Background: an optimization exercise with open tools, aiming at small area, a short achievable clock period and few clock cycles per item. Do not read the settings as production practice.
RTL that was checked went through simulation tests only; none was proved equivalent to the original.

// tau_arith
module tau_arith (
    input  wire        clk,
    input  wire        rst,           
    input  wire        in_valid,
    output wire        in_ready,
    input  wire        in_fn,         
    input  wire [63:0] in_a,
    input  wire [63:0] in_b,
    output reg         out_valid,
    output reg  [63:0] out_result,
    output reg         out_range
);
    localparam [31:0] NS_PER_SEC = 32'd1_000_000_000;
    localparam [24:0] D5         = 25'd1_953_125;           
    reg        s1_v;
    reg        s1_fn;
    reg        s1_rng;            
    reg        s1_m1, s1_m3;      
    reg [10:0] s1_kc;            
    reg [31:0] s1_ahi;            
    reg [31:0] s1_d;              
    reg [31:0] s1_bhi;            
    reg [31:0] s1_xlo;            
    reg [29:0] s1_alo;            
    reg        busy;              
    reg        wres;              
    reg  [2:0] cnt;               
    reg [34:0] dq;                
    reg [20:0] w_r;               
    reg [31:0] w_sec;             
    reg  [8:0] w_lo;              
    reg  [1:0] w_x;               
    reg        w_rng;             
    wire last  = busy & (cnt == 3'd1);
    wire s2_add = s1_v & ~s1_fn & ~s1_rng;
    wire s2_res = s1_v & (s1_fn | s1_rng);
    wire [2:0] cnt_set = s1_m1 ? 3'd1 : s1_m3 ? 3'd3 : 3'd7;
    wire busy_n  = s2_add | (busy & ~last);
    wire last_n  = s2_add ? s1_m1 : (busy & (cnt == 3'd2));
    wire wres_n  = s2_res;
    assign in_ready = ~busy_n | last_n;
    wire [20:0] rem  = w_r;
    wire [25:0] rp   = {rem, dq[34:30]};
    wire [32:0] ge;
    genvar gi;
  ...
Size: ~3,300 cells after synthesis, ~340 flip-flops, about 200 I/O pins.
Settings: LEC_CHECK=0, CAP_MARGIN=20, CORE_MARGIN=2, CORE_UTILIZATION=40, SLEW_MARGIN=20; clock period 14.0 ns.
standard.sh (not shown) runs the stock make flow with config.mk's settings and CLKGATE_MAP_FILE= SYNTH_SCRIPT=/design/flow/synth_recipe.tcl, a recipe that flattens the netlist after the stock synthesis.
==> flow/flow/run.sh <==
#!/bin/bash
# The standard layout, with repair_timing asked for more setup slack than the
# clock period needs (so that it sizes the critical paths up), and the port
# buffers made with sky130_fd_sc_hd__buf_2.
set -euo pipefail
bash standard.sh SETUP_SLACK_MARGIN=8 "BUFFER_PORTS_ARGS=-buffer_cell sky130_fd_sc_hd__buf_2" finish > standard_make.log 2>&1
Then changed:
--- a/flow/design.v
+++ b/flow/design.v
@@ -2479,15 +2479,14 @@
             dq_init  = {u_v[14:0], 20'd0};
         end else begin
             r_init   = u_v[55:35];
             dq_init  = u_v[34:0];
         end
     end
-    wire [4:0]  pl    = sec_b[4:0] + d;
-    wire        pcy   = ge[6'd32 - {1'b0, sec_b[4:0]}];
-    wire [31:0] sec_v = {pcy ? ph1 : ph0, pl};
+    wire [5:0]  pl    = {1'b0, sec_b[4:0]} + {1'b0, d};
+    wire [31:0] sec_v = {pl[5] ? ph1 : ph0, pl[4:0]};
     always @(posedge clk) begin
         if (last) begin
             out_result <= {sec_v, 2'b00, r_step, w_lo};
             out_range  <= 1'b0;
         end else begin
             out_result <= {w_sec, w_x, w_r, w_lo};
Effect: The new run completed without violations; global-route usage came out lower by 0.69 points; non-clock buffer count fell by 49; final area shrinks by a few percent; cell count came out higher slightly; first-iteration DRC count falls by a little under a tenth.
Testbench counts after the change, summed over its fixed seeds: cycles 32,152, items 16,000.
Function not checked in the first run of this note: the RTL went through the layout flow alone.

* * *

Setup of v6:
tau_arith, a different RTL version from the one above (not shown whole).
Size: about 3,700 cells after synthesis, ~510 flip-flops, ~200 I/O pins, about 0.035 mm^2 of cells after synthesis.
export LEC_CHECK = 0
export CAP_MARGIN = 20
export CORE_MARGIN = 2
export CORE_UTILIZATION = 40
export SLEW_MARGIN = 20
create_clock -name core_clock -period 14.0 [get_ports {clk}]
==> flow/flow/run.sh <==
#!/bin/bash
# The standard layout, with repair_timing asked for more setup slack than the
# clock period needs (so that it sizes the critical paths up), and the port
# buffers made with sky130_fd_sc_hd__buf_2.
set -euo pipefail
bash standard.sh SETUP_SLACK_MARGIN=9 "BUFFER_PORTS_ARGS=-buffer_cell sky130_fd_sc_hd__buf_2" finish > standard_make.log 2>&1
--- input diff v6..v39 ---
--- a/flow/design.v
+++ b/flow/design.v
@@ -35,49 +35,47 @@
     reg  [8:0] w_lo;              
     reg  [1:0] w_x;               
     reg        w_rng;             
     wire        in_abad = (in_a[31:0] >= NS_PER_SEC);
     wire        in_bbad = (in_b[31:0] >= NS_PER_SEC);
     wire        in_m1   = (&in_b[63:31]) | ~(|in_b[63:31]);    
     wire        in_m3   = (&in_b[63:40]) | ~(|in_b[63:40]);    
     wire last  = busy & (cnt == 3'd1);
     wire s2_add = s2_v & ~s2_fn & ~s2_rng;
     wire s2_res = s2_v & (s2_fn | s2_rng);
     wire [2:0] cnt_set = s2_m1 ? 3'd1 : s2_m3 ? 3'd3 : 3'd7;
     wire busy_n  = s2_add | (busy & ~last);
-    wire wres_n  = s2_res & last;
+    wire wres_n  = s2_res;
     wire [2:0] cnt1  = s2_add ? cnt_set : (cnt - 3'd1);
     wire       last1 = busy_n & (cnt1 == 3'd1);
     wire s1_add = s1_v & ~s1_fn & ~s1_rng;
     wire s1_res = s1_v & (s1_fn | s1_rng);
     reg        rdy;
     assign in_ready = rdy;
     wire [2:0] n_cnt    = s2_add ? cnt_set : busy ? (cnt - 3'd1) : cnt;
     wire       n_busy   = ~rst & busy_n;
     wire       n_last   = n_busy & (n_cnt == 3'd1);
     wire       n_s2_add = ~rst & s1_add;
     wire [2:0] n_set2   = s1_m1 ? 3'd1 : s1_m3 ? 3'd3 : 3'd7;
     wire       n_busy1  = n_s2_add | (n_busy & ~n_last);
     wire [2:0] n_cnt1   = n_s2_add ? n_set2 : (n_cnt - 3'd1);
     wire       n_last1  = n_busy1 & (n_cnt1 == 3'd1);
     wire       n_s1_v   = ~rst & in_valid & rdy;
     wire       n_s1_add = n_s1_v & ~in_fn & ~in_abad;
-    wire       n_s1_res = n_s1_v & (in_fn | in_abad);
     wire [2:0] n_set1   = in_m1 ? 3'd1 : in_m3 ? 3'd3 : 3'd7;
     wire [2:0] n_cnt2   = n_s1_add ? n_set1 : (n_cnt1 - 3'd1);
     wire       n_busy2  = n_s1_add | (n_busy1 & ~n_last1);
     wire       n_last2  = n_busy2 & (n_cnt2 == 3'd1);
-    wire       n_wres2  = n_s1_res & n_last1;
     always @(posedge clk)
-        rdy <= (~n_busy2 | n_last2) & (~n_wres2 | n_last2);
+        rdy <= ~n_busy2 | n_last2;
     wire [20:0] rem  = w_r;
     wire [25:0] rp   = {rem, dq[34:30]};
     wire [32:0] ge;
     genvar gi;
     assign ge[0]  = 1'b1;
     assign ge[32] = 1'b0;
     generate
         for (gi = 1; gi < 32; gi = gi + 1) begin : g_cmp
             assign ge[gi] = (rp >= gi * D5);
         end
     endgenerate
     wire [31:0] sel = ge[31:0] & ~ge[32:1];
@@ -2520,44 +2518,41 @@
             dq_init  = {u_v[14:0], 20'd0};
         end else begin
             r_init   = u_v[55:35];
             dq_init  = u_v[34:0];
         end
     end
     wire [5:0]  pl    = {1'b0, sec_b[4:0]} + {1'b0, d};
     wire [31:0] sec_v = {pl[5] ? ph1 : ph0, pl[4:0]};
     always @(posedge clk) begin
         if (last) begin
             out_result <= {sec_v, 2'b00, r_step, w_lo};
             out_range  <= 1'b0;
-        end else if (wres) begin
+        end else begin
             out_result <= {w_sec, w_x, w_r, w_lo};
             out_range  <= w_rng;
-        end else begin
-            out_result <= s2_rng ? 64'd0 : sum[63:0];
-            out_range  <= s2_rng;
         end
     end
     always @(posedge clk) begin
         if (rst) begin
             busy      <= 1'b0;
             wres      <= 1'b0;
             out_valid <= 1'b0;
         end else begin
             if (busy) begin
                 dq  <= {dq[29:0], d};
                 cnt <= cnt - 3'd1;
                 w_r <= r_step;
             end
-            out_valid <= last | wres | s2_res;
+            out_valid <= last | wres;
             busy <= busy_n;
             wres <= wres_n;
             if (s2_add) begin
                 cnt   <= cnt_set;
                 dq    <= dq_init;
                 w_r   <= r_init;
                 w_sec <= sec_k;
                 w_lo  <= sum[8:0];
             end else if (wres_n) begin
                 w_sec <= s2_rng ? 32'd0 : sum[63:32];
                 w_x   <= s2_rng ? 2'd0 : sum[31:30];
                 w_r   <= s2_rng ? 21'd0 : sum[29:9];
From v6 to v39 the numbers moved as follows: clock skew now sits higher.
Where area after synthesis is concerned, v6 is outperformed by v39.
Relative to v6, the die area of v39 is lower by 2.3%.
Taking v39 as 1.0, v6 lands at 1.09 on top achievable clock speed.
In v39 the number of gates given a new drive strength after cts turned out about 20% higher than in v6.
Re worst path setup slack after routing: v39 is 0.50 ns down on v6.
Critical path depth: v6 and v39 compared, higher one is v39
Testbench counts of v39, summed over its fixed seeds: cycles 32,160, items 16,000.
No functional check of the RTL was part of v6.

re-timing with driven ports:
Ports are ideal in the flow. The routed layouts listed here were re-timed in OpenROAD.
Step 1 sets driving cells, clkbuf_16 on the clock port and buf_2 on the other inputs (assumed; they add their load-dependent delay and slew).
Step 2 times the ports against the registers' clock, not the clock port: input delays grow and output delays shrink by t, the midpoint of the rising clock arrivals with the driver on.
Slacks: ideal / step 1 / step 2; pairs: ideal / step 1.
| run | t, ns | setup slack, ns | slew at the worst register clock pin (ns) | pins driven straight from the clock port |
|---|---|---|---|---|
| the first run of note 1 | 0.651 | 7.967 / 7.967 / 7.581 | 0.07 / 0.07 | 1 |
| the second run of note 1 | 0.651 | 8.109 / 8.109 / 7.746 | 0.07 / 0.07 | 1 |
| v6 | 0.698 | 8.381 / 8.381 / 8.381 | 0.07 / 0.07 | 1 |
| v39 | 0.700 | 7.883 / 7.883 / 7.883 | 0.07 / 0.07 | 1 |
After both steps setup and hold are still met in every run listed. The setup slack of the first run of note 1, which loses most, moves by 0.000 ns with the drivers and by -0.386 ns with both steps.
